This design comes from an exercise in tuning for small area, a short achievable clock period and few clock cycles on the open sky130 flow, not from production work. The RTL was checked by simulation tests, not by an equivalence proof against the original design.

File: flow/constraint.sdc
create_clock -name core_clock -period 70.0 [get_ports {clk}]
set_input_delay 14.0000 -clock core_clock [delete_from_list [all_inputs] [get_ports {clk}]]
set_output_delay 14.0000 -clock core_clock [all_outputs]
set_load 0.01 [all_outputs]
File: flow/run.sh
#!/bin/bash
# synth_recipe.tcl (not shown) runs the flow's synth.tcl, then flattens the netlist and writes it again
# the make line also repeats each setting of config.mk as NAME=value (left out here)
make -C /OpenROAD-flow-scripts/flow DESIGN_CONFIG=/design/flow/config.mk WORK_HOME=/design/flow/orfs CLKGATE_MAP_FILE= SYNTH_SCRIPT=/design/flow/synth_recipe.tcl finish
File: flow/config.mk
export PLATFORM = sky130hd
export DESIGN_NAME = clover_chain
export DESIGN_NICKNAME = clover_chain
export VERILOG_FILES = /design/flow/design.v
export SDC_FILE = /design/flow/constraint.sdc
export NUM_CORES = 8
export LEC_CHECK = 0
export ABC_AREA = 1
export CAP_MARGIN = 50
export CORE_MARGIN = 2
export CORE_UTILIZATION = 40
export SLEW_MARGIN = 50
File: flow/design.v
module clover_chain (
    input  wire         clk,
    input  wire         rst,           
    input  wire         clear,         
    input  wire         start,         
    output wire         ready,
    input  wire [15:0]  in_y,          
    input  wire [15:0]  in_r,          
    input  wire [15:0]  in_f,          
    input  wire [15:0]  in_cout,       
    input  wire         in_fb,         
    input  wire         in_preload,    
    input  wire [2:0]   in_hstage,     
    input  wire         in_slewing,    
    input  wire         in_clamp_pos,  
    input  wire         in_clamp_neg,  
    output wire [2:0]   cfg_sel,       
    input  wire [15:0]  cfg_op,        
    input  wire [255:0] cfg_par,       
    output reg          done,
    output reg  [15:0]  out_b,         
    output reg  [3:0]   out_sat        
);
    reg  [2:0] ph;
    reg        ph7;         
    reg  [2:0] sel;         
    reg        run;         
    reg  [7:0] valid;
    reg        rdy;         
    assign ready   = rdy;
    assign cfg_sel = sel;
    wire take = ph7 && start && !clear;
    reg signed [15:0] a_y, a_r, a_f, a_cout, a_e;
    reg        a_fb, a_pre, a_slew, a_cp, a_cn;
    reg [2:0]  a_hs;
    wire [15:0] in_e = in_r - in_y;
    wire signed [16:0] a_cf = {a_cout[15], a_cout} - {a_f[15], a_f};
    reg [11:0]  c_op;
    reg [255:0] c_par;
    wire [3:0] op = c_op[11:8];
    wire [3:0] sa = c_op[7:4];
    wire [3:0] sb = c_op[3:0];
    wire signed [15:0] p1  = c_par[ 15:  0];
    wire signed [15:0] p2  = c_par[ 31: 16];
    wire signed [15:0] p3  = c_par[ 47: 32];
    wire signed [15:0] p4  = c_par[ 63: 48];
    wire signed [15:0] p5  = c_par[ 79: 64];
    wire signed [15:0] p6  = c_par[ 95: 80];
    wire signed [15:0] p7  = c_par[111: 96];
    wire signed [15:0] p8  = c_par[127:112];
    wire signed [15:0] p9  = c_par[143:128];
    wire signed [15:0] p10 = c_par[159:144];
    reg is_gain, is_sum, is_pid, is_bq, is_ll, is_lim, is_rate, is_lut, is_db, is_sel, is_st, is_nz;
    reg is_alu;                        
    reg pid_pre;                       
    reg        m2pre;                  
    reg        kbq;                    
    reg [15:0] m1c, m2c, kc;           
    reg        dka, dkb;               
    wire [3:0] nop = cfg_op[15:12];
    wire act = run && is_nz;
    reg [95:0] ring [0:6];
    reg        vcur;        
    wire [95:0] hw = vcur ? ring[0] : 96'd0;
    wire signed [15:0] h_x = hw[15:0];
    wire signed [39:0] h_b = hw[55:16];
    wire signed [39:0] h_a = hw[95:56];
    reg [15:0] lring [0:7];
    reg signed [15:0] prev;           
    reg        anynz;
    reg [3:0]  satcnt;
    reg [12:0] xs, zs;
    wire [7:0] vnx = (clear || rst) ? 8'd0 : (valid | ({7'd0, act} << ph));
    function [12:0] srcdec;
        input [3:0] s;
        input [7:0] v;
        input [2:0] hd;                   
        reg [2:0] j;
        begin
            j = s[2:0] - hd;
            srcdec = 13'd0;
            case (s)
                4'h0: srcdec[0] = 1'b1;
                4'h1: srcdec[1] = 1'b1;
                4'h2: srcdec[2] = 1'b1;
                4'h3: srcdec[3] = 1'b1;
                4'h4: srcdec[4] = 1'b1;
                4'h8, 4'h9, 4'hA, 4'hB, 4'hC, 4'hD, 4'hE, 4'hF:
                    srcdec[5 + j] = v[s[2:0]];
                default: ;
            endcase
        end
    endfunction
    function [15:0] srcmux;
        input [12:0] s;
        input        nz;
        input [15:0] pv, e, y, r, f, l0, l1, l2, l3, l4, l5, l6, l7;
        begin
            srcmux = ({16{s[0]}} & pv) | ({16{s[1]}} & e) |
                     ({16{s[2]}} & y) | ({16{s[3]}} & r) | ({16{s[4]}} & f) |
                     ({16{s[5]}} & l0) | ({16{s[6]}} & l1) | ({16{s[7]}} & l2) | ({16{s[8]}} & l3) |
                     ({16{s[9]}} & l4) | ({16{s[10]}} & l5) | ({16{s[11]}} & l6) | ({16{s[12]}} & l7);
        end
    endfunction
    wire signed [15:0] x = srcmux(xs, anynz, prev, a_e, a_y, a_r, a_f,
                                  lring[0], lring[1], lring[2], lring[3], lring[4], lring[5], lring[6], lring[7]);
    wire signed [15:0] z = srcmux(zs, anynz, prev, a_e, a_y, a_r, a_f,
                                  lring[0], lring[1], lring[2], lring[3], lring[4], lring[5], lring[6], lring[7]);
    wire [2:0]  shv = is_pid ? p10[2:0] : is_gain ? p2[2:0] : 3'd0;
    wire [3:0]  kk  = 4'd15 - {1'b0, shv};
    wire [42:0] rc  = 43'd1 << (kk - 4'd1);
    wire [3:0]  ln = {~x[15], x[14:12]};
    wire [11:0] lr = x[11:0];
    wire        lb = (lr < {ln, ln, ln}) || (ln == 4'd15);
    wire [15:0] lbase = {lr, 4'd0} - {4'd0, lr} + {12'd0, ln} - {ln, 12'd0};
    wire        lxm = (x == 16'sh7FFF);
    reg [15:0] lq0, lq1, lq2;
    integer lj;
    always @* begin
        lq0 = 16'd0;
        lq1 = 16'd0;
        lq2 = 16'd0;
        for (lj = 0; lj < 16; lj = lj + 1) begin
            if (lj > 0)  lq0 = lq0 | ({16{ln == lj}} & c_par[16*lj-16 +: 16]);
            lq1 = lq1 | ({16{ln == lj}} & c_par[16*lj +: 16]);
            if (lj < 15) lq2 = lq2 | ({16{ln == lj}} & c_par[16*lj+16 +: 16]);
        end
    end
    wire [15:0] lp1 = lb ? lq0 : lq1;                  
    wire [16:0] lda, ldb;
    cc_add #(.N(17)) u_lda (.a({lq1[15], lq1}), .b(~{lq0[15], lq0}), .ci(1'b1), .s(lda));
    cc_add #(.N(17)) u_ldb (.a({lq2[15], lq2}), .b(~{lq1[15], lq1}), .ci(1'b1), .s(ldb));
    wire [16:0] ldp = lb ? lda : ldb;                  
    wire signed [15:0] xp = pid_pre ? h_x : x;
    wire [16:0] m2m = is_sum ? {z[15], z} : !pid_pre ? {x[15], x} :
                      m2pre ? {ring[0][15], ring[0][15:0]} : 17'd0;
    wire [8*43-1:0] m2r;
    wire [42:0]     m2k;
    cc_booth #(.CW(16), .MW(17), .OW(43), .SH(0)) u_m2 (
        .c(m2c), .m(m2m), .neg(1'b0), .rows(m2r), .corr(m2k));
    wire [39:0] r0a = ring[0][95:56];
    wire [39:0] r0b = ring[0][55:16];
    wire [42:0] ydk = ({43{dka}} & {{3{r0a[39]}}, r0a}) | ({43{dkb}} & {{3{r0b[39]}}, r0b});
    wire [40:0] vs, vc;
    cc_csa #(.N(10), .W(41)) u_tv (.in({ydk[40:0], m2k[40:0], m2r[7*43 +: 41], m2r[6*43 +: 41],
        m2r[5*43 +: 41], m2r[4*43 +: 41], m2r[3*43 +: 41], m2r[2*43 +: 41], m2r[43 +: 41], m2r[0 +: 41]}),
        .s(vs), .c(vc));
    wire [16:0] m1m = is_bq ? {x, 1'b0} : {x[15], x};
    wire [8*43-1:0] m1r;
    wire [42:0]     m1k;
    cc_booth #(.CW(16), .MW(17), .OW(43), .SH(0)) u_m1 (
        .c(m1c), .m(m1m), .neg(1'b0), .rows(m1r), .corr(m1k));
    wire [42:0] yrc = rc;
    wire [42:0] ts, tc;
    cc_csa #(.N(20), .W(43)) u_tt (.in({ydk, yrc, m2k, m1k, m2r, m1r}), .s(ts), .c(tc));
    wire [40:0] vsum = vs + vc;
    wire        wpos = is_pid && (vsum[40:39] == 2'b01);
    wire        wneg = is_pid && (vsum[40:39] == 2'b10);
    wire [39:0] pdn  = vsum[39:0];
    wire signed [31:0] ist = h_b[31:0];
    wire signed [31:0] pil = {p8[15], p8, 15'd0};
    wire signed [31:0] pih = {p9[15], p9, 15'd0};
    wire signed [31:0] icl = !vcur ? 32'sd0 : (ist < pil) ? pil : (ist > pih) ? pih : ist;
    wire signed [31:0] pka = pid_pre ? pil : icl;
    wire [42:0] k1 = is_pid ? {{11{pka[31]}}, pka} : 43'd0;
    wire [42:0] k2 = {{11{pih[31]}}, pih};
    wire [42:0] y1s = ts ^ tc ^ k1;
    wire [42:0] y1c = ((ts & tc) | (ts & k1) | (tc & k1)) << 1;
    wire [42:0] y2s = ts ^ tc ^ k2;
    wire [42:0] y2c = ((ts & tc) | (ts & k2) | (tc & k2)) << 1;
    wire [42:0] y1r = y1s + y1c;
    wire [42:0] y2r = y2s + y2c;
    wire [2:0]  wadj = {2'b00, wneg} - {2'b00, wpos};
    wire signed [42:0] y1 = {y1r[42:40] + wadj, y1r[39:0]};
    wire signed [42:0] y2 = {y2r[42:40] + wadj, y2r[39:0]};
    wire signed [42:0] pcf  = $signed(a_cf) <<< kk;
    wire signed [42:0] pcfr = pcf | $signed(rc);
    wire signed [42:0] phs  = ($signed(p7) <<< kk) | $signed(rc);
    wire signed [42:0] pls  = ($signed(p6) <<< kk) | $signed(rc);
    wire [42:0] e1c = y1r + ~pcfr;         
    wire [42:0] e2c = y2r - pcfr;
    wire [42:0] e1h = y1r + ~phs;
    wire [42:0] e1l = y1r - pls;
    wire [42:0] e2h = y2r + ~phs;
    wire [42:0] e2l = y2r - pls;
    wire [2:0]  t1c = e1c[42:40] + wadj;
    wire [2:0]  t2c = e2c[42:40] + wadj;
    wire [2:0]  t1h = e1h[42:40] + wadj;
    wire [2:0]  t1l = e1l[42:40] + wadj;
    wire [2:0]  t2h = e2h[42:40] + wadj;
    wire [2:0]  t2l = e2l[42:40] + wadj;
    wire pc1 = !t1c[2];                    
    wire pc2 = t2c[2];                     
    wire d1h = !t1h[2];
    wire d1l = t1l[2];
    wire d2h = !t2h[2];
    wire d2l = t2l[2];
    wire dch = a_cf > p7;
    wire dcl = a_cf < p6;
    wire ps1 = !pid_pre || pc1;
    wire ps2 = !ps1 && pc2;
    wire pdh = ps1 ? d1h : ps2 ? d2h : dch;
    wire pdl = ps1 ? d1l : ps2 ? d2l : dcl;
    wire [42:0] y1sh = y1r >> kk;
    wire [42:0] y2sh = y2r >> kk;
    wire [15:0] pr   = ps1 ? y1sh[15:0] : ps2 ? y2sh[15:0] : a_cf[15:0];
    wire signed [15:0] pid_y = pdh ? p7 : pdl ? p6 : pr;
    wire signed [16:0] pdi  = {p9[15], p9} - {p8[15], p8};    
    wire signed [31:0] pmid = pcf[31:0] + rc[31:0] + pil - y1r[31:0];
    wire signed [31:0] pip  = !pid_pre ? icl : pmid;    
    wire [42:0] y1rsh = y1r >> kk;
    wire [15:0] vr   = y1rsh[15:0];
    wire [42:0] ysx  = y1r ^ {43{y1r[42]}};
    wire [42:0] ysm  = ysx >> ({1'b0, kk} + 5'd15);
    wire gs_ovf = (ysm != 43'd0);
    wire fq_neg = y1r[39] && (y1r[38:14] != 25'd0);
    wire fq_hi  = !fq_neg && (y1r[39:30] != 10'd0);
    wire fq_lo  = fq_neg && (y1r[39:30] != 10'h3FF);
    wire st_hi  = (is_bq || is_ll) ? fq_hi : (gs_ovf && !y1r[42]);
    wire st_lo  = (is_bq || is_ll) ? fq_lo : (gs_ovf && y1r[42]);
    wire st_sat = is_st && (st_hi || st_lo);
    wire signed [15:0] st_y = st_hi ? 16'sh7FFF : st_lo ? 16'sh8000 : vr;
    wire [17:0] lmc = is_lut ? {2'b00, lbase} : {{2{kc[15]}}, kc};
    wire [16:0] lmm = is_lut ? ldp : !is_bq ? {x[15], x} :
                      kbq ? {ring[0][15], ring[0][15:0]} : 17'd0;
    wire [9*35-1:0] lmr;
    wire [34:0]     lmk;
    cc_booth #(.CW(18), .MW(17), .OW(35), .SH(0)) u_ml (
        .c(lmc), .m(lmm), .neg(1'b0), .rows(lmr), .corr(lmk));
    wire        lbl = is_lut && lb;
    wire [34:0] lcb = lbl ? ~{{18{ldp[16]}}, ldp} : 35'd0;
    wire [34:0] lcx = (is_lut && lxm) ? {{2{ldp[16]}}, ldp, 16'd0} : 35'd0;
    wire [34:0] lcn = is_lut ? {19'd0, 15'd16380, lbl} : 35'd0;
    wire [34:0] lzs, lzc;
    cc_csa #(.N(13), .W(35)) u_tl (.in({lcx, lcb, lcn, lmk, lmr}), .s(lzs), .c(lzc));
    wire [34:0] lz = lzs + lzc;
    wire signed [17:0] lh = lz[33:16];
    wire [19:0] le0 = {{2{lh[17]}}, lh} + {4'd0, lz[15:0]};
    wire [19:0] le1 = {{2{lh[17]}}, lh} + {4'd0, lz[15:0]} - 20'd65535;
    wire lg_p = !le1[19];
    wire lg_n = le0[19];
    wire [15:0] lph  = lp1 + lh[15:0];
    wire [15:0] lphp = lp1 + lh[15:0] + 16'd1;
    wire [15:0] lphm = lp1 + lh[15:0] - 16'd1;
    wire signed [15:0] lut_y = lg_p ? lphp : lg_n ? lphm : lph;
    wire signed [16:0] ryr = h_x + p1;         
    wire signed [16:0] ryf = h_x - p2;         
    wire signed [16:0] q1 = is_rate ? ryr : is_sel ? {z[15], z} : {p1[15], p1};
    wire signed [16:0] q2 = is_rate ? ryf : is_db ? -{p1[15], p1} : {p2[15], p2};
    wire signed [17:0] c1 = {{2{x[15]}}, x} - {q1[16], q1};
    wire signed [17:0] c2 = {{2{x[15]}}, x} - {q2[16], q2};
    wire c1n = c1[17];
    wire c1p = !c1[17] && (c1 != 18'sd0);
    wire c2n = c2[17];
    wire c2p = !c2[17] && (c2 != 18'sd0);
    reg signed [15:0] alu_y;
    always @* begin
        if (is_lim)
            alu_y = c1n ? p1 : c2p ? p2 : x;
        else if (is_db)
            alu_y = c1p ? c1[15:0] : c2n ? c2[15:0] : 16'sd0;
        else if (is_rate)
            alu_y = c1p ? ryr[15:0] : c2n ? ryf[15:0] : x;
        else if (p1 == 16'sd0)
            alu_y = c1n ? x : z;
        else if (p1 == 16'sd1)
            alu_y = c1p ? x : z;
        else
            alu_y = a_fb ? x : z;
    end
    wire signed [15:0] y_out = ({16{is_st}} & st_y) | ({16{is_pid}} & pid_y) |
                               ({16{is_lut}} & lut_y) | ({16{is_alu}} & alu_y);
    wire ki_nz  = (p2 != 16'sd0) && (x != 16'sd0);
    wire ki_neg = p2[15] ^ x[15];
    wire p_omit = a_slew || (a_cp && ki_nz && !ki_neg) || (a_cn && ki_nz && ki_neg);
    reg        u_bq, u_ll, u_pid, u_rate;
    reg [15:0] u_x;
    reg [39:0] u_a;                   
    reg [42:0] u_b;                   
    reg [31:0] u_i;                   
    reg        u_dh, u_dl;
    reg [15:0] u_c1, u_c2, u_c3, u_umx, u_umn;
    reg        u_s1, u_s2;            
    reg [16:0] u_cf, u_di;            
    reg        u_p1, u_p2;            
    reg [15:0] u_il, u_ih;            
    reg [31:0] u_k;                   
    reg        u_om;                  
    reg [2:0]  u_sh;
    wire [39:0] u_acc = u_a - 40'd16384;
    wire [39:0] uma   = u_pid ? u_a : u_acc;
    wire [3:0]  ukk   = 4'd15 - {1'b0, u_sh};
    wire [42:0] urc   = 43'd1 << (ukk - 4'd1);
    wire [15:0] uum   = u_dh ? u_umx : u_umn;
    wire [42:0] uums  = (({{27{uum[15]}}, uum}) << ukk) | urc;
    wire [42:0] ucfr  = (({{26{u_cf[16]}}, u_cf}) << ukk) | urc;
    wire [42:0] uxa   = (u_s1 || u_s2) ? u_b : ucfr;
    wire [42:0] uxb   = u_s2 ? {{11{u_di[16]}}, u_di, 15'd0} : 43'd0;
    wire [42:0] udl   = uxa + uxb - uums;
    wire [40:0] umb   = u_pid ? udl[40:0] : u_b[40:0];    
    wire [15:0] ucb   = (u_pid && !(u_dh || u_dl)) ? 16'd0 : u_c2;
    wire [8*55-1:0] uar;
    wire [54:0]     uak;
    cc_booth #(.CW(16), .MW(40), .OW(55), .SH(0)) u_ma (
        .c(u_c1), .m(uma), .neg(!u_pid), .rows(uar), .corr(uak));
    wire [8*55-1:0] usr;
    wire [54:0]     usk;
    cc_booth #(.CW(16), .MW(16), .OW(55), .SH(15)) u_sa (
        .c(u_c3), .m(u_x), .neg(u_pid), .rows(usr), .corr(usk));
    wire [54:0] ucl = u_ll ? 55'd32767 : 55'd0;
    wire [54:0] uas, uac;
    cc_csa #(.N(19), .W(55)) u_ta (.in({ucl, usk, uak, usr, uar}), .s(uas), .c(uac));
    wire [54:0] asum = uas + uac;
    wire [8*57-1:0] ubr;
    wire [56:0]     ubk;
    cc_booth #(.CW(16), .MW(41), .OW(57), .SH(0)) u_mb (
        .c(ucb), .m(umb), .neg(1'b1), .rows(ubr), .corr(ubk));
    wire [56:0] bxk = (u_pid && u_om) ? 57'd0 : {{10{u_k[31]}}, u_k, 15'd0};
    wire [31:0] uip = u_p1 ? {u_il[15], u_il, 15'd0} : u_p2 ? {u_ih[15], u_ih, 15'd0} : u_i;
    wire [56:0] bx1 = u_pid ? {{10{uip[31]}}, uip, 15'd0} : u_bq ? 57'd16383 : 57'd0;
    wire [56:0] bxs = u_bq ? {2'd0, uas} : 57'd0;
    wire [56:0] bxc = u_bq ? {2'd0, uac} : 57'd0;
    wire [56:0] ubs, ubc;
    cc_csa #(.N(13), .W(57)) u_tb (.in({bxc, bxs, bx1, bxk, ubk, ubr}), .s(ubs), .c(ubc));
    wire [56:0] bsum = ubs + ubc;
    wire [41:0] bsh  = bsum[56:15];
    wire        bovf = (bsh[41:31] != {11{bsh[41]}});
    wire [31:0] inew = bovf ? {bsh[41], {31{!bsh[41]}}} : bsh[31:0];
    reg [95:0] u_word;
    always @* begin
        if (u_bq)
            u_word = {u_acc, bsum[53:14], u_x};
        else if (u_ll)
            u_word = {u_a, asum[54:15], u_x};
        else if (u_pid)
            u_word = {asum[54:15], {8{inew[31]}}, inew, u_x};
        else
            u_word = {u_a, u_b[39:0], u_x};
    end
    wire        nz_nx  = !ph7 && (anynz || act);
    wire [12:0] xs_nx  = srcfix(srcdec(cfg_op[11:8], vnx, sel), nz_nx);
    wire [12:0] zs_nx  = srcfix(srcdec(cfg_op[7:4], vnx, sel), nz_nx);
    wire        pre_nx = ph7 ? (in_preload && (in_hstage == 3'd0)) : (a_pre && (a_hs == sel));
    function [12:0] srcfix;
        input [12:0] s;
        input        nz;
        srcfix = {s[12:2], s[1] | (s[0] & !nz), s[0] & nz};
    endfunction
    integer i;
    always @(posedge clk) begin
        c_op  <= cfg_op[15:4];
        c_par <= cfg_par;
        is_gain <= (nop == 4'h1);
        is_sum  <= (nop == 4'h2);
        is_pid  <= (nop == 4'h3);
        is_bq   <= (nop == 4'h4);
        is_ll   <= (nop == 4'h5);
        is_lim  <= (nop == 4'h6);
        is_rate <= (nop == 4'h7);
        is_lut  <= (nop == 4'h8);
        is_db   <= (nop == 4'h9);
        is_sel  <= (nop >= 4'hA);
        is_st   <= (nop == 4'h1) || (nop == 4'h2) || (nop == 4'h4) || (nop == 4'h5);
        is_alu  <= (nop == 4'h6) || (nop == 4'h7) || (nop >= 4'h9);
        is_nz   <= (nop != 4'h0);
        xs      <= xs_nx;
        pid_pre <= pre_nx;
        m2pre   <= (nop == 4'h3) && pre_nx && vnx[sel];
        kbq     <= (nop == 4'h4) && vnx[sel];
        m1c     <= ((nop >= 4'h1) && (nop <= 4'h5)) ? cfg_par[15:0] : 16'd0;
        m2c     <= (nop == 4'h2) ? cfg_par[31:16] : (nop == 4'h3) ? cfg_par[47:32] : 16'd0;
        kc      <= (nop == 4'h3) ? cfg_par[31:16] : (nop == 4'h4) ? cfg_par[47:32] : 16'd0;
        zs      <= zs_nx;
        for (i = 0; i < 6; i = i + 1)
            ring[i] <= ring[i + 1];
        ring[6] <= u_word;
        for (i = 0; i < 7; i = i + 1)
            lring[i] <= lring[i + 1];
        lring[7] <= act ? y_out : lring[0];
        u_bq   <= act && is_bq;
        u_ll   <= act && is_ll;
        u_pid  <= act && is_pid;
        u_rate <= act && is_rate;
        u_x    <= (act && is_rate) ? alu_y : (act && (is_bq || is_ll || is_pid)) ? x : h_x;
        u_a    <= (act && is_pid) ? pdn : (act && (is_bq || is_ll)) ? y1[39:0] : h_a;
        u_b    <= (act && is_pid) ? y1 : (act && is_bq) ? {{3{h_a[39]}}, h_a} : {{3{h_b[39]}}, h_b};
        u_i    <= is_pid ? pip : {{16{h_x[15]}}, h_x};
        u_dh   <= pdh;
        u_dl   <= pdl;
        u_c1   <= is_ll ? p3 : p4;
        u_c2   <= p5;
        u_c3   <= is_pid ? p3 : p2;
        u_k    <= lz[31:0];
        u_om   <= p_omit;
        u_umx  <= p7;
        u_umn  <= p6;
        u_s1   <= ps1;
        u_p1   <= pid_pre && pc1;
        u_p2   <= pid_pre && !pc1 && pc2;
        u_il   <= p8;
        u_ih   <= p9;
        u_s2   <= ps2;
        u_cf   <= a_cf;
        u_di   <= pdi;
        u_sh   <= p10[2:0];
        if (ph7) begin
            a_y <= in_y; a_r <= in_r; a_f <= in_f; a_cout <= in_cout; a_e <= in_e;
            a_fb <= in_fb; a_pre <= in_preload; a_hs <= in_hstage; a_slew <= in_slewing;
            a_cp <= in_clamp_pos; a_cn <= in_clamp_neg;
        end
        done <= 1'b0;
        if (act) begin
            prev   <= y_out;
            anynz  <= 1'b1;
            satcnt <= satcnt + {3'd0, st_sat};
            valid[ph] <= 1'b1;
        end
        if (ph7) begin
            done    <= run;
            out_b   <= act ? y_out : anynz ? prev : 16'sd0;
            out_sat <= satcnt + {3'd0, act && st_sat};
            run     <= take;
            anynz   <= 1'b0;
            satcnt  <= 4'd0;
        end
        ph  <= ph + 3'd1;
        ph7 <= (ph == 3'd6);
        rdy <= (sel == 3'd7);
        sel <= ph + 3'd2;
        vcur <= vnx[sel];
        dka  <= vnx[sel] && (nop == 4'h3);
        dkb  <= vnx[sel] && ((nop == 4'h4) || (nop == 4'h5));
        if (clear || rst) begin
            valid <= 8'd0;
            ph    <= 3'd7;
            ph7   <= 1'b1;
            rdy   <= 1'b1;
            sel   <= 3'd0;
            vcur  <= 1'b0;
            dka   <= 1'b0;
            dkb   <= 1'b0;
        end
        if (rst) begin
            run  <= 1'b0;
            done <= 1'b0;
        end
    end
endmodule
module cc_booth #(parameter CW = 16, parameter MW = 16, parameter OW = 34, parameter SH = 0) (
    input  wire [CW-1:0]          c,
    input  wire [MW-1:0]          m,
    input  wire                   neg,
    output wire [(CW/2)*OW-1:0]   rows,
    output wire [OW-1:0]          corr
);
    localparam ND = CW / 2;
    wire [CW:0] ce = {c, 1'b0};
    wire [MW:0] m1 = {m[MW-1], m};
    wire [MW:0] m2 = {m, 1'b0};
    wire [ND-1:0] ng;
    genvar i;
    generate
        for (i = 0; i < ND; i = i + 1) begin : dg
            wire [2:0] d = ce[2*i +: 3];
            wire [2:0] e = d ^ {3{neg}};
            reg [MW:0] v;
            always @* begin
                case (e)
                    3'b001, 3'b010: v = m1;
                    3'b011:         v = m2;
                    3'b100:         v = ~m2;
                    3'b101, 3'b110: v = ~m1;
                    default:        v = {(MW+1){1'b0}};
                endcase
            end
            assign ng[i] = e[2] & ~(e[1] & e[0]);
            wire [MW+1:0] r = {~v[MW], v[MW-1:0]};
            wire [OW+MW+2+2*ND+SH:0] rs = {{(OW+2*ND+SH+1){1'b0}}, r} << (2*i + SH);
            assign rows[i*OW +: OW] = rs[OW-1:0];
        end
    endgenerate
    function [OW-1:0] kconst;
        input integer dummy;
        integer j;
        reg [OW+MW+2*ND+SH+2:0] k;
        begin
            k = 0;
            for (j = 0; j < ND; j = j + 1)
                k = k - ({{(OW+MW+2*ND+SH+2){1'b0}}, 1'b1} << (MW + 2*j + SH));
            kconst = k[OW-1:0];
        end
    endfunction
    wire [OW+2*ND+SH+1:0] ngv;
    generate
        for (i = 0; i < ND; i = i + 1) begin : ngb
            assign ngv[2*i+SH] = ng[i];
            assign ngv[2*i+SH+1] = 1'b0;
        end
        if (SH > 0) begin : lo
            assign ngv[SH-1:0] = {SH{1'b0}};
        end
        assign ngv[OW+2*ND+SH+1:2*ND+SH] = {(OW+2){1'b0}};
    endgenerate
    assign corr = kconst(0) | ngv[OW-1:0];
endmodule
module cc_csa #(parameter N = 9, parameter W = 34) (
    input  wire [N*W-1:0] in,
    output wire [W-1:0]   s,
    output wire [W-1:0]   c
);
    function integer rows_at;
        input integer lvl;
        integer i, n;
        begin
            n = N;
            for (i = 0; i < lvl; i = i + 1)
                n = (n / 3) * 2 + (n % 3);
            rows_at = n;
        end
    endfunction
    function integer levels;
        input integer dummy;
        integer n, l;
        begin
            n = N;
            l = 0;
            while (n > 2) begin
                n = (n / 3) * 2 + (n % 3);
                l = l + 1;
            end
            levels = l;
        end
    endfunction
    localparam L = levels(0);
    wire [N*W-1:0] lv [0:L];
    assign lv[0] = in;
    genvar l, g;
    generate
        for (l = 0; l < L; l = l + 1) begin : lev
            localparam NI = rows_at(l);
            localparam NG = NI / 3;
            localparam NR = NI % 3;
            for (g = 0; g < NG; g = g + 1) begin : grp
                wire [W-1:0] a = lv[l][(3*g)*W +: W];
                wire [W-1:0] b = lv[l][(3*g+1)*W +: W];
                wire [W-1:0] d = lv[l][(3*g+2)*W +: W];
                wire [W-1:0] mj = (a & b) | (a & d) | (b & d);
                assign lv[l+1][(2*g)*W +: W] = a ^ b ^ d;
                assign lv[l+1][(2*g+1)*W +: W] = {mj[W-2:0], 1'b0};
            end
            for (g = 0; g < NR; g = g + 1) begin : pas
                assign lv[l+1][(2*NG+g)*W +: W] = lv[l][(3*NG+g)*W +: W];
            end
            if (2*NG+NR < N) begin : fill
                assign lv[l+1][N*W-1:(2*NG+NR)*W] = {((N-2*NG-NR)*W){1'b0}};
            end
        end
    endgenerate
    assign s = lv[L][W-1:0];
    generate
        if (rows_at(L) > 1) begin : two
            assign c = lv[L][2*W-1:W];
        end else begin : one
            assign c = {W{1'b0}};
        end
    endgenerate
endmodule
module cc_add #(parameter N = 43) (input [N-1:0] a, input [N-1:0] b, input ci, output [N-1:0] s);
    function integer clog2; input integer v; integer i; begin clog2 = 0; for (i = 1; i < v; i = i * 2) clog2 = clog2 + 1; end endfunction
    localparam L = clog2(N);
    wire [N-1:0] g0 = a & b;
    wire [N-1:0] p0 = a ^ b;
    wire [N-1:0] gl [0:L];
    wire [N-1:0] pl [0:L];
    assign gl[0] = {g0[N-1:1], g0[0] | (p0[0] & ci)};
    assign pl[0] = p0;
    genvar l, i;
    generate
        for (l = 0; l < L; l = l + 1) begin : lv
            for (i = 0; i < N; i = i + 1) begin : bt
                if ((i >> l) & 1) begin : cmb
                    localparam integer J = ((i >> l) << l) - 1;
                    assign gl[l+1][i] = gl[l][i] | (pl[l][i] & gl[l][J]);
                    assign pl[l+1][i] = pl[l][i] & pl[l][J];
                end else begin : pas
                    assign gl[l+1][i] = gl[l][i];
                    assign pl[l+1][i] = pl[l][i];
                end
            end
        end
    endgenerate
    assign s = p0 ^ {gl[L][N-2:0], ci};
endmodule
==> run notes <==
==> worst max-delay path by stage <==
stage                            startpoint                  end  depth (start not counted)
after detailed placement  a_f[15]$_DFFE_PP_   out_b[5]$_DFFE_PP_                         69
after global routing      a_f[15]$_DFFE_PP_   out_b[5]$_DFFE_PP_                         72
final                         xs[0]$_DFF_P_  out_b[15]$_DFFE_PP_                         61
after CTS                 a_f[15]$_DFFE_PP_   out_b[5]$_DFFE_PP_                         69
after floorplan                     in_r[0]    a_e[14]$_DFFE_PP_                         17
after global placement        xs[1]$_DFF_P_  out_b[15]$_DFFE_PP_                         70
==> synth_stat cells (177+ instances only) <==
library cell,count,area (um2)
nand2_1,3986,15000
inv_1,3933,14800
fa_1,1535,30700
dfxtp_1,1491,29800
ha_1,1465,18300
nor2_1,1390,5220
o21ai_0,1297,6490
a21oi_1,1164,5830
clkbuf_1,977,3670
o22ai_1,941,5890
nand3_1,726,3630
a221oi_1,488,4270
o221ai_1,360,3150
xor2_1,300,2630
a221o_1,210,2100
o211ai_1,209,1570
a22oi_1,204,1530
nand4_1,182,1140
nor3_1,177,886
==> final cells by class <==
| type | count | area (um2) | share of cell area |
|---|---|---|---|
| antenna | 57 | 143 | 0.000752 |
| clock buffer | 238 | 5240 | 0.0276 |
| clock inverter | 94 | 1060 | 0.00561 |
| inverter | 4055 | 15200 | 0.0803 |
| multi-input combinational | 15800 | 119000 | 0.628 |
| sequential | 1615 | 33600 | 0.177 |
| tap | 5663 | 7090 | 0.0373 |
| timing repair buffer | 950 | 8220 | 0.0433 |
==> metal layers <==
layer,track usage,wire [um],share of wire,vias up
met1,0.571,384000,0.41,84400
met3,0.115,112000,0.12,1820
li1,-,-,-,75900
met2,0.585,371000,0.40,10700
met5,0,356,0.00038,-
met4,0.261,70300,0.075,50
==> kinds of logic (layout without fill, tap and decap cells) <==
group           count (synthesis)  after routing  share of synthesized area
fa+ha+maj                    3000           3000                      0.288
mux                            27             27                    0.00158
flops                        1615           1615                      0.197
buf+inv                      5194           5337                      0.116
simple gates                 6802           6802                      0.167
compound gates               5507           5507                      0.209
other cells                     2             88                  0.0000440
xor+xnor                      437            437                     0.0224
==> cells in the final DEF, fill, tap and decap left out, types with 253 or more instances in the layout <==
cell type and count:
o21ai_0 1176, fa_1 1534, a21oi_1 1155, a221oi_1 484
o221ai_1 338, buf_4 552, nand3_1 720, nor2_1 1328
o22ai_1 918, dfxtp_1 1467, nand2_1 3961, xor2_1 253
ha_1 1465, clkdlybuf4s50_1 368, inv_1 3913
==> sequential cells by signal, summed over array words and instances (netlist names), 17 cells and up <==
name   flops
ring     672
c_par    256
lring    128
u_b       41
u_a       40
u_i       32
u_k       32
u_cf      17
u_di      17
==> per-stage QoR <==
step / worst slack, ns
3_3_place_gp: 51.49
5_1_grt: 51.54
3_5_place_dp: 52.41
2_1_floorplan: 53.91
4_1_cts: 52.34
6_report: 52.20
==> impl_metrics.csv <==
group,metric,value,unit
outcome,status,"no timing/DRC/antenna violations",
final_layout,syn_to_final_growth,11.2,%
sta,max_slew.worst_pin.slew,0.879,ns
drt,drt_iter0_drc,25800,
synthesis,syn_avg_cell_area,7.55,um2
drt,wl_per_cell,32.9,um
clock_tree,cts_buffers,182,
sta,fin_crit_sh,0.254,
clock_tree,clk_path_buf_depth,4,
clock_tree,cts_tree,"yes",
final_layout,final_cell_count_no_fill,28500,
global_routing,grt_remaining_overflow,0,
final_layout,drive_above_1_share,0.0657,
critical_path,timing.critical_path.buf_inv,12,
die,rows,239,
synthesis,synth_async_sr_flop_share,0,
die,design.core.area,424000,um2
sta,slew_viol_final,0,
synthesis,ys_seq_elements,1615,
critical_path,crit_slowest_cell,"fa_1",
critical_path,startpoint_type,"register",
sta,rsz0062_at_grt,"false",
hold_path,hold_depth,0,
synthesis,synth.distinct_cells,86,
critical_path,ff2ff_setup_slack,52.20,ns
global_routing,grt_pass1_vias,160000,
sta,finalSetupTns,0,ns
hold_path,min_path_type,"reg -> reg",
placement,dp.cells,28100,
sta,timing.slew.headroom,0.411,
critical_path,crit_type,"reg -> reg",
critical_path,slowest_delay,0.77,ns
sta,period_minus_slack,17.80,ns
clock_tree,clock-sinks,1615,
final_layout,fin_area,190000,um2
global_routing,grt_max_degree,87,
critical_path,cp_common_cell,"nand2_1",
hold_path,min_from,"ring[6][12]$_DFF_P_",
die,die-height,657,um
run,drv_cap,0,
final_layout,fin_util,0.447,
critical_path,cp-end-kind,"register",
critical_path,cp.arrival,18.50,ns
synthesis,ys.flop_type,"dfxtp_1",
sta,hold_viol_final,0,
clock_tree,clk_latency,0.97,ns
synthesis,ys_warn_count,14,
placement,routabilityCongestion,1.10,
placement,postPlaceCellArea,183000,um2
drt,vias,173000,
global_routing,grt_pass1_wl,1270000,um
placement,io_buffers,368,
synthesis,syn_inst,22600,
drt,wl,938000,um
clock_tree,cts.clk_slew.worst_paths,0.07,ns
sta,fmax,0.0562,GHz
sta,setup_violations,0,
placement,dp_hpwl,784000,um
clock_tree,cts_resized,0,
die,ios,373,
synthesis,synth_seq_area_share,0.197,
synthesis,synth_edf_count,124,
global_routing,antenna_found_initial,109,
die,die_x,657,um
synthesis,synth_area,171000,um2
critical_path,r2r_start,"xs[0]$_DFF_P_",
critical_path,r2r_end,"out_b[15]$_DFFE_PP_",
clock_tree,post_cts_buffers,0,
drt,antenna_left,0,
critical_path,r2r_cells,61,
global_routing,grt_usage,0.420,
sta,fin_hold_ws,0.283,ns
critical_path,path_max_fanout,23,
drt,vias_per_cell,6.07,
die,die_area,432000,um2
final_layout,nFillCells,43800,
drt,drt-pass1-iter-count,8,
sta,skew,0.124,ns
clock_tree,htreeDepth,4,
clock_tree,postCtsHoldBufs,0,
critical_path,cp.required,70.70,ns
drt,drc_errors,0,
final_layout,nNetsFinal,26000,
die,initial_utilization,0.402,
hold_path,hold_end,"ring[5][12]$_DFF_P_",
critical_path,critical-path-top-delay-family,"adder cells",
clock_tree,root_buffer,"clkbuf_16",
Testbench counts, summed over its fixed seeds: cycles 49,400.

[what the ideal ports hide]
Ports are ideal in the flow. The routed layout listed here was re-timed in OpenROAD. Step 1: set_driving_cell puts a clkbuf_16 on clk and a buf_2 on each other input, an assumption about the parent block. Step 2 also shifts input and output timing later by t, the mid clock arrival at the registers, as if the neighbouring blocks saw the same clock. Three values: ideal ports, drivers, drivers and shift; two values: the first two.
shift t [ns]: 1.042
slack for setup (ns): 52.202 / 52.202 / 52.202
worst setup path after step 2: register to register
worst slew at a driven data input, ns: 0.17
After both steps setup and hold are still met in this run. The setup slack of this run moves by 0.000 ns with the drivers and by 0.000 ns with both steps.
